What follows belongs to an exercise in optimizing a design on an open flow for small area, a short achievable clock period and few clock cycles per item; a production flow would make more cautious choices. Function was checked by simulation only, so behaviour that the tests miss may differ from the original.

==> amber <==
## loop_pv
module loop_pv (
    input  wire         clk,
    input  wire         rst,
    input  wire [511:0] coef_c,
    input  wire [79:0]  coef_s,
    input  wire [1:0]   bq_en,
    input  wire [30:0]  ilim,
    input  wire [31:0]  fe_max,
    input  wire         start,
    input  wire         pos_en,
    input  wire [63:0]  p_set,      
    input  wire [63:0]  pos_fb,     
    input  wire [63:0]  v_set,      
    input  wire [63:0]  a_set,      
    input  wire [31:0]  v_fb,       
    output reg          ready,
    output reg          done,
    output reg  [31:0]  ep,
    output reg  [31:0]  vref,
    output reg  [31:0]  iqref,
    output reg          sat,
    output reg          sat_evt,
    output reg          fe
);
    localparam [4:0] T_POS = 5'd0,     
                     T_VFF = 5'd1,     
                     T_KIV = 5'd2,     
                     T_KPV = 5'd3,     
                     T_AFF = 5'd4,     
                     T_AW  = 5'd5,     
                     T_Q0  = 5'd6,     
                     T_Q1  = 5'd11,    
                     T_NOP = 5'd31;
    localparam [2:0] F_NONE = 3'd0,    
                     F_POS  = 3'd1,    
                     F_VFF  = 3'd2,    
                     F_W1   = 3'd3,    
                     F_W2   = 3'd4;    
    localparam signed [63:0] MAX64 = 64'sh7FFF_FFFF_FFFF_FFFF;
    localparam signed [63:0] MIN64 = -64'sh7FFF_FFFF_FFFF_FFFF - 64'sd1;
    localparam signed [31:0] MAX32 = 32'sh7FFF_FFFF;
    localparam signed [31:0] MIN32 = -32'sh7FFF_FFFF - 32'sd1;
    reg  [4:0]  t;            
    reg  [4:0]  t2;           
    reg  [4:0]  bs;           
    reg  [2:0]  fs;           
    reg         opb;          
    reg         cv;           
    reg         pe;           
    reg  [1:0]  bqe;          
    reg         z_aff;        
    reg         z_aw;         
    reg         ro0, ro1;     
    reg         qe0, qe1;     
    reg  [39:0] pr;           
    reg  [39:0] fr;           
    reg         pb;           
    reg         pd;           
    reg  [31:0] vsv;          
    reg  [32:0] acv;          
    reg  [31:0] vfb;
    reg  signed [31:0] acs_h;     
    reg  signed [31:0] ep_c;  
  ...
export LEC_CHECK = 0
export ABC_AREA = 1
export CAP_MARGIN = 20
export CORE_MARGIN = 2
export CORE_UTILIZATION = 40
export CTS_BUF_LIST = sky130_fd_sc_hd__clkbuf_8
export SLEW_MARGIN = 20
create_clock -name core_clock -period 50.0 [get_ports {clk}]
standard.sh (not shown) runs the stock make flow with config.mk's settings and CLKGATE_MAP_FILE= SYNTH_SCRIPT=/design/flow/synth_recipe.tcl, a recipe that flattens the netlist after the stock synthesis.
==> flow/flow/run.sh <==
#!/bin/bash
# The standard layout (the standard.sh: standard synthesis, then ORFS to
# the final layout), with one change: the port buffers that global placement
# inserts on every input and output are sky130_fd_sc_hd__buf_1 instead of the
# default choice. The make output goes to standard.log; ORFS writes each
# step's log under orfs/logs/.
set -euo pipefail
bash standard.sh "BUFFER_PORTS_ARGS=-buffer_cell sky130_fd_sc_hd__buf_1" finish > standard.log 2>&1
==> inputs of yarrow, as changes to amber <==
--- a/flow/design.v
+++ b/flow/design.v
@@ -47,18 +47,14 @@
     reg         opb;          
     reg         cv;           
     reg         pe;           
     reg  [1:0]  bqe;          
     reg         z_aff;        
     reg         z_aw;         
-    reg         ro0, ro1;     
-    reg         qe0, qe1;     
-    reg  [39:0] pr;           
-    reg  [39:0] fr;           
-    reg         pb;           
-    reg         pd;           
+    reg  [63:0] pr;           
+    reg  [63:0] fr;           
     reg  [31:0] vsv;          
     reg  [32:0] acv;          
     reg  [31:0] vfb;
     reg  signed [31:0] acs_h;     
     reg  signed [31:0] ep_c;  
     reg         i_ok, vc_ok, q0_ok, q1_ok;
@@ -73,19 +69,16 @@
     reg  [31:0] nilim;            
     reg  signed [31:0] mc;
     reg         [4:0]  ms;
     reg  signed [64:0] prod;
     reg         [4:0]  ms2;
     wire take = start && ready;
-    wire [23:0] dlo;                                      
-    wire        dlo_c;
-    bk_add #(24) a_dlo24 (.a(p_set[23:0]), .b(~pos_fb[23:0]), .ci(1'b1), .s(dlo), .co(dlo_c));
-    wire [39:0] dhi;                                      
-    bk_add #(40) a_dpos (.a(pr), .b(~fr), .ci(!pb), .s(dhi), .co());
+    wire [63:0] dpos;
+    bk_add #(64) a_dpos (.a(pr), .b(~fr), .ci(1'b1), .s(dpos), .co());
     wire [40:0] ep_w;
-    bk_add #(41) a_epw (.a({dhi[39], dhi}), .b(41'd0), .ci(pd), .s(ep_w), .co());
+    bk_add #(41) a_epw (.a({dpos[63], dpos[63:24]}), .b(41'd0), .ci(dpos[23]), .s(ep_w), .co());
     wire signed [31:0] ep_cv = (ep_w[40:31] == {10{ep_w[40]}}) ? ep_w[31:0] :
                                (ep_w[40] ? MIN32 : MAX32);
     wire [32:0] ep_abs;
     bk_add #(33) a_epabs (.a({33{ep_c[31]}} ^ {ep_c[31], ep_c}), .b(33'd0), .ci(ep_c[31]),
                           .s(ep_abs), .co());
     wire [32:0] fe_d;
@@ -96,42 +89,50 @@
     wire [31:0] vs_cv = {{3{vs_w[28]}}, vs_w};
     wire [32:0] acs_w;
     bk_add #(33) a_acs (.a({acv[32], acv[32:1]}), .b(33'd0), .ci(acv[0]), .s(acs_w), .co());
     wire [31:0] acs_cv = (acs_w[32] == acs_w[31]) ? acs_w[31:0] :
                          (acs_w[32] ? MIN32 : MAX32);
     wire [32:0] ev_w = {vr[31], vr} - {vfb[31], vfb};
+    wire signed [31:0] ev = (ev_w[32] == ev_w[31]) ? ev_w[31:0] :
+                            (ev_w[32] ? MIN32 : MAX32);
     wire [31:0] nilim_n;
     bk_add #(32) a_nil (.a(~{1'b0, ilim_r}), .b(32'd0), .ci(1'b1), .s(nilim_n), .co());
     wire [32:0] d_hi = {2'b00, ilim_r} - {u[31], u};      
     wire [32:0] d_lo = {nilim[31], nilim} - {u[31], u};   
     wire [32:0] e_lo = {u[31], u} + {2'b00, ilim_r};      
     wire        c_hi = d_hi[32];                          
     wire        c_lo = e_lo[32];                          
+    wire [32:0] aw_x = c_hi ? d_hi : c_lo ? d_lo : 33'd0;
     wire [31:0] iq   = c_hi ? {1'b0, ilim_r} : c_lo ? nilim : u;
     wire signed [31:0] x1_0r = q0_ok ? x1_0 : 32'sd0;
     wire signed [31:0] x2_0r = q0_ok ? x2_0 : 32'sd0;
     wire signed [31:0] y1_0r = q0_ok ? y1_0 : 32'sd0;
     wire signed [31:0] y2_0r = q0_ok ? y2_0 : 32'sd0;
     wire signed [31:0] x1_1r = q1_ok ? x1_1 : 32'sd0;
     wire signed [31:0] x2_1r = q1_ok ? x2_1 : 32'sd0;
     wire signed [31:0] y1_1r = q1_ok ? y1_1 : 32'sd0;
     wire signed [31:0] y2_1r = q1_ok ? y2_1 : 32'sd0;
-    reg  x_ep, x_vs, x_ev, x_acs, x_u, x_aw;
-    reg  x_x10, x_x20, x_y10, x_y20, x_x11, x_x21, x_y11, x_y21;
-    wire [31:0] mx_e = ({32{x_ep}}  & ep_c)  | ({32{x_vs}}  & vsv)   | ({32{x_acs}} & acs_h) |
-                       ({32{x_u}}   & u)     |
-                       ({32{x_x10}} & x1_0r) | ({32{x_x20}} & x2_0r) |
-                       ({32{x_y10}} & y1_0r) | ({32{x_y20}} & y2_0r) |
-                       ({32{x_x11}} & x1_1r) | ({32{x_x21}} & x2_1r) |
-                       ({32{x_y11}} & y1_1r) | ({32{x_y21}} & y2_1r);
-    wire        ev_ok = (ev_w[32] == ev_w[31]);
-    wire signed [32:0] mx = {mx_e[31], mx_e} |
-                            ({33{x_ev && ev_ok}}  & {ev_w[31], ev_w[31:0]}) |
-                            ({33{x_ev && !ev_ok}} & (ev_w[32] ? {1'b1, MIN32} : {1'b0, MAX32})) |
-                            ({33{x_aw && c_hi}}   & d_hi) |
-                            ({33{x_aw && c_lo}}   & d_lo);
+    reg  signed [32:0] mx;
+    always @* begin
+        case (t)
+            T_POS:         mx = {ep_c[31], ep_c};
+            T_VFF:         mx = {vsv[31], vsv};
+            T_KIV, T_KPV:  mx = {ev[31], ev};
+            T_AFF:         mx = {acs_h[31], acs_h};
+            T_AW:          mx = aw_x;
+            5'd7:          mx = {x1_0r[31], x1_0r};
+            5'd8:          mx = {x2_0r[31], x2_0r};
+            5'd9:          mx = {y1_0r[31], y1_0r};
+            5'd10:         mx = {y2_0r[31], y2_0r};
+            5'd12:         mx = {x1_1r[31], x1_1r};
+            5'd13:         mx = {x2_1r[31], x2_1r};
+            5'd14:         mx = {y1_1r[31], y1_1r};
+            5'd15:         mx = {y2_1r[31], y2_1r};
+            default:       mx = {u[31], u};            
+        endcase
+    end
     wire [32:0] bm_ae = {mc, 1'b0};
     wire [33:0] bm_bx = {mx[32], mx};
     wire bm_one0 = bm_ae[1] ^ bm_ae[0];
     wire bm_two0 = (bm_ae[2] & ~bm_ae[1] & ~bm_ae[0]) | (~bm_ae[2] & bm_ae[1] & bm_ae[0]);
     wire bm_neg0 = bm_ae[2];
     wire [33:0] bm_pp0 = (({34{bm_one0}} & bm_bx) | ({34{bm_two0}} & {bm_bx[32:0], 1'b0})) ^ {34{bm_neg0}};
@@ -1222,19 +1223,14 @@
                               ((ya[64:0] | yb[64:0]) & 65'h8000), 1'b0};
     wire        [65:0] y_f;
     bk_add #(66) a_y (.a(ys), .b(yc), .ci(cin), .s(y_f), .co());
     wire        [49:0] y_w  = y_f[65:16];
     wire signed [31:0] y_n  = (y_w[49:31] == {19{y_w[49]}}) ? y_w[31:0] :
                               (y_w[49] ? MIN32 : MAX32);
-    wire q_last   = (t == 5'd10 && !ro0) || (t == 5'd6 && ro0) ||
-                    (t == 5'd15 && !ro1) || (t == 5'd11 && ro1);
-    wire [4:0] q0_first = ro0 ? 5'd7 : 5'd6;
-    wire [4:0] q1_first = ro1 ? 5'd12 : 5'd11;
-    wire [4:0] after_q0 = bqe[1] ? q1_first : T_AW;
-    wire [4:0] after_aff = bqe[0] ? q0_first : after_q0;
-    wire u_busy   = (t == T_AFF) || (t == T_KPV && z_aff) || q_last;   
+    wire u_busy   = (t == T_AFF) || (t == 5'd10) || (t == 5'd15) ||     
+                    (t == T_KPV && z_aff);
     wire front_ok = (fs == F_POS) || (fs == F_VFF);
     reg  back_ok;
     always @* begin
         case (bs)
             T_KIV:               back_ok = (fs == F_W2);
             T_AW:                back_ok = !u_busy || z_aw;    
@@ -1244,18 +1240,16 @@
     end
     wire go_front = front_ok && (bs == T_AW || !back_ok);
     wire go_back  = !go_front && back_ok;
     reg  [4:0] bs_n;          
     always @* begin
         case (bs)
-            T_KPV:   bs_n = z_aff ? after_aff : T_AFF;
-            T_AFF:   bs_n = after_aff;
-            5'd6:    bs_n = ro0 ? after_q0 : 5'd7;
-            5'd10:   bs_n = ro0 ? 5'd6 : after_q0;
-            5'd11:   bs_n = ro1 ? T_AW : 5'd12;
-            5'd15:   bs_n = ro1 ? 5'd11 : T_AW;
+            T_KPV:   bs_n = z_aff ? (bqe[0] ? 5'd6 : bqe[1] ? 5'd11 : T_AW) : T_AFF;
+            T_AFF:   bs_n = bqe[0] ? 5'd6 : bqe[1] ? 5'd11 : T_AW;
+            5'd10:   bs_n = bqe[1] ? 5'd11 : T_AW;
+            5'd15:   bs_n = T_AW;
             T_AW:    bs_n = T_KIV;
             default: bs_n = bs + 5'd1;
         endcase
     end
     wire [4:0] t_n = go_front ? ((fs == F_POS) ? T_POS : T_VFF) :
                      go_back  ? bs : T_NOP;
@@ -1270,59 +1264,33 @@
             T_AW:    ci_n = 4'd4;
             default: ci_n = t_n[3:0];
         endcase
     end
     wire opb_n   = take || (opb && t != T_KPV);
     wire ready_n = !opb_n || (t_n == T_KPV);
-    function sh_le3(input [4:0] sh);
-        sh_le3 = sh[4] && (sh[3:0] <= 4'd13);
-    endfunction
+    wire q_end = (t2 == 5'd10) || (t2 == 5'd15);     
     always @(posedge clk) begin
         mc     <= coef_c[32*ci_n +: 32];
         ms     <= coef_s[5*ci_n +: 5];
         ilim_r <= ilim;
         nilim  <= nilim_n;
         bqe    <= bq_en;
         z_aff  <= (coef_c[5*32 +: 32] == 32'd0);
         z_aw   <= (coef_c[4*32 +: 32] == 32'd0);
-        ro0    <= sh_le3(coef_s[ 6*5 +: 5]) && sh_le3(coef_s[ 7*5 +: 5]) && sh_le3(coef_s[ 8*5 +: 5]) &&
-                  sh_le3(coef_s[ 9*5 +: 5]) && sh_le3(coef_s[10*5 +: 5]);
-        ro1    <= sh_le3(coef_s[11*5 +: 5]) && sh_le3(coef_s[12*5 +: 5]) && sh_le3(coef_s[13*5 +: 5]) &&
-                  sh_le3(coef_s[14*5 +: 5]) && sh_le3(coef_s[15*5 +: 5]);
         prod   <= prod_n;
         ms2    <= ms;
         t2     <= t;
-        x_ep   <= (t_n == T_POS);
-        x_vs   <= (t_n == T_VFF);
-        x_ev   <= (t_n == T_KIV) || (t_n == T_KPV);
-        x_acs  <= (t_n == T_AFF);
-        x_aw   <= (t_n == T_AW);
-        x_u    <= (t_n == 5'd6) || (t_n == 5'd11);
-        x_x10  <= (t_n == 5'd7);
-        x_x20  <= (t_n == 5'd8);
-        x_y10  <= (t_n == 5'd9);
-        x_y20  <= (t_n == 5'd10);
-        x_x11  <= (t_n == 5'd12);
-        x_x21  <= (t_n == 5'd13);
-        x_y11  <= (t_n == 5'd14);
-        x_y21  <= (t_n == 5'd15);
         b_vc   <= (t == T_VFF);
         b_ii   <= (t == T_KIV) || (t == T_KPV) || (t == T_AW);
-        b_acc  <= (t == T_AFF) || (t == 5'd6 && ro0) || (t == 5'd7 && !ro0) ||
-                  (t == 5'd8) || (t == 5'd9) || (t == 5'd10) ||
-                  (t == 5'd11 && ro1) || (t == 5'd12 && !ro1) ||
-                  (t == 5'd13) || (t == 5'd14) || (t == 5'd15);
+        b_acc  <= (t == T_AFF) || (t == 5'd7) || (t == 5'd8) || (t == 5'd9) || (t == 5'd10) ||
+                  (t == 5'd12) || (t == 5'd13) || (t == 5'd14) || (t == 5'd15);
         neg    <= (t == 5'd9) || (t == 5'd10) || (t == 5'd14) || (t == 5'd15);
         w_acc  <= (t == T_KPV) || (t == T_AFF) || (t >= 5'd6 && t <= 5'd15);
-        w_uy   <= (t == T_AFF) || (t == T_KPV && z_aff) || q_last;
-        qe0    <= (t == 5'd10 && !ro0) || (t == 5'd6 && ro0);
-        qe1    <= (t == 5'd15 && !ro1) || (t == 5'd11 && ro1);
-        pr <= p_set[63:24];
-        fr <= pos_fb[63:24];
-        pb <= !dlo_c;
-        pd <= dlo[23];
+        w_uy   <= (t == T_AFF) || (t == T_KPV && z_aff) || (t == 5'd10) || (t == 5'd15);
+        pr <= p_set;
+        fr <= pos_fb;
         if (cv) begin
             ep_c <= ep_cv;
             vsv  <= vs_cv;
             acv  <= {1'b0, acs_cv};
         end else if (!opb || t == T_KPV) begin
             vsv <= {3'd0, v_set[63:35]};
@@ -1358,16 +1326,16 @@
                 sat_evt <= (c_hi || c_lo) && !sat;
             end
             default: ;
         endcase
         if (w_acc) acc <= sum;
         if (w_uy)  u   <= y_n;
-        if (qe0) begin
+        if (t2 == 5'd10) begin
             x2_0 <= x1_0r;  x1_0 <= u;  y2_0 <= y1_0r;  y1_0 <= y_n;  q0_ok <= 1'b1;
         end
-        if (qe1) begin
+        if (t2 == 5'd15) begin
             x2_1 <= x1_1r;  x1_1 <= u;  y2_1 <= y1_1r;  y1_1 <= y_n;  q1_ok <= 1'b1;
         end
         if (rst) begin
             t       <= T_NOP;
             t2      <= T_NOP;
             bs      <= T_KIV;
@@ -1383,14 +1351,12 @@
             sat_evt <= 1'b0;
             fe      <= 1'b0;
             i_ok    <= 1'b0;
             vc_ok   <= 1'b0;
             q0_ok   <= 1'b0;
             q1_ok   <= 1'b0;
-            qe0     <= 1'b0;
-            qe1     <= 1'b0;
         end else begin
             t     <= t_n;
             if (go_back) bs <= bs_n;
             opb   <= opb_n;
             cv    <= take;
             ready <= ready_n;
--- a/flow/config.mk
+++ b/flow/config.mk
@@ -6,8 +6,7 @@
 export NUM_CORES = 4
 export LEC_CHECK = 0
 export ABC_AREA = 1
 export CAP_MARGIN = 20
 export CORE_MARGIN = 2
 export CORE_UTILIZATION = 40
-export CTS_BUF_LIST = sky130_fd_sc_hd__clkbuf_8
 export SLEW_MARGIN = 20
==> qor summary <==
Run status: amber complete, no violations; yarrow complete, no violations
Number of standard cells after synthesis: amber 10760; yarrow 11190
Hold wc startpoint: amber ms[2]$_DFF_P_; yarrow ms[4]$_DFF_P_
Dpl cells: amber 14320; yarrow 14750
Post-synthesis cell type count: amber 77; yarrow 79
Clock tree root driver cell: amber sky130_fd_sc_hd__clkbuf_8; yarrow sky130_fd_sc_hd__clkbuf_16
Number of synthesis warnings: amber 9; yarrow 8
Met1 layer usage reported by global route: amber 0.4215; yarrow 0.4188
Setup slack, reg-to-reg: amber 38.30 ns; yarrow 37.36 ns
Number of global-route vias before repair: amber 82050; yarrow 83070
Final critical path time including I/O delays and setup: amber 11.93 ns; yarrow 12.64 ns
Endpoint of the most critical setup path: amber iqref[30]; yarrow prod[42]$_DFF_P_
Number of clock buffers inserted by TritonCTS: amber 189; yarrow 119
Final standard cell area without fillers: amber 100100 um^2; yarrow 102000 um^2
Detail Placement HPWL: amber 315300 um; yarrow 307300 um
Syn Nets: amber 12840; yarrow 13260
Slew Limit Headroom: amber 0.1466; yarrow 0.1137
Data arrival time of the worst path: amber 1.93 ns; yarrow 13.23 ns
Area growth from synthesis to layout: amber 12.08%; yarrow 12.08%
Cell area after placement: amber 95960 um^2; yarrow 97690 um^2
Testbench counts of amber, summed over its fixed seeds: cycles 80,436, items 8,000.
Testbench counts of yarrow, summed over its fixed seeds: cycles 84,798, items 8,000.

port drivers added, routing unchanged:
How much do the figures lean on ideal ports? The routed layouts below were timed once more, with nothing changed but the port constraints. Step 1, drivers: a clkbuf_16 drives clk and a buf_2 each remaining input, both assumed. Step 2 times the ports against the registers' clock, not the clock port: input delays grow and output delays shrink by t, the midpoint of the rising clock arrivals with the driver on. Three values: ideal, step 1, step 2; two values: the first two.
run	t (ns)	setup WS [ns]	worst setup path at the end
amber	1.085	38.069 / 37.972 / 37.472	input to register
yarrow	0.895	37.364 / 37.364 / 37.364	register to register
After both steps setup and hold are still met in every run listed. For amber, which loses most, drivers alone change the setup slack by -0.097 ns; drivers and shift together by -0.597 ns.
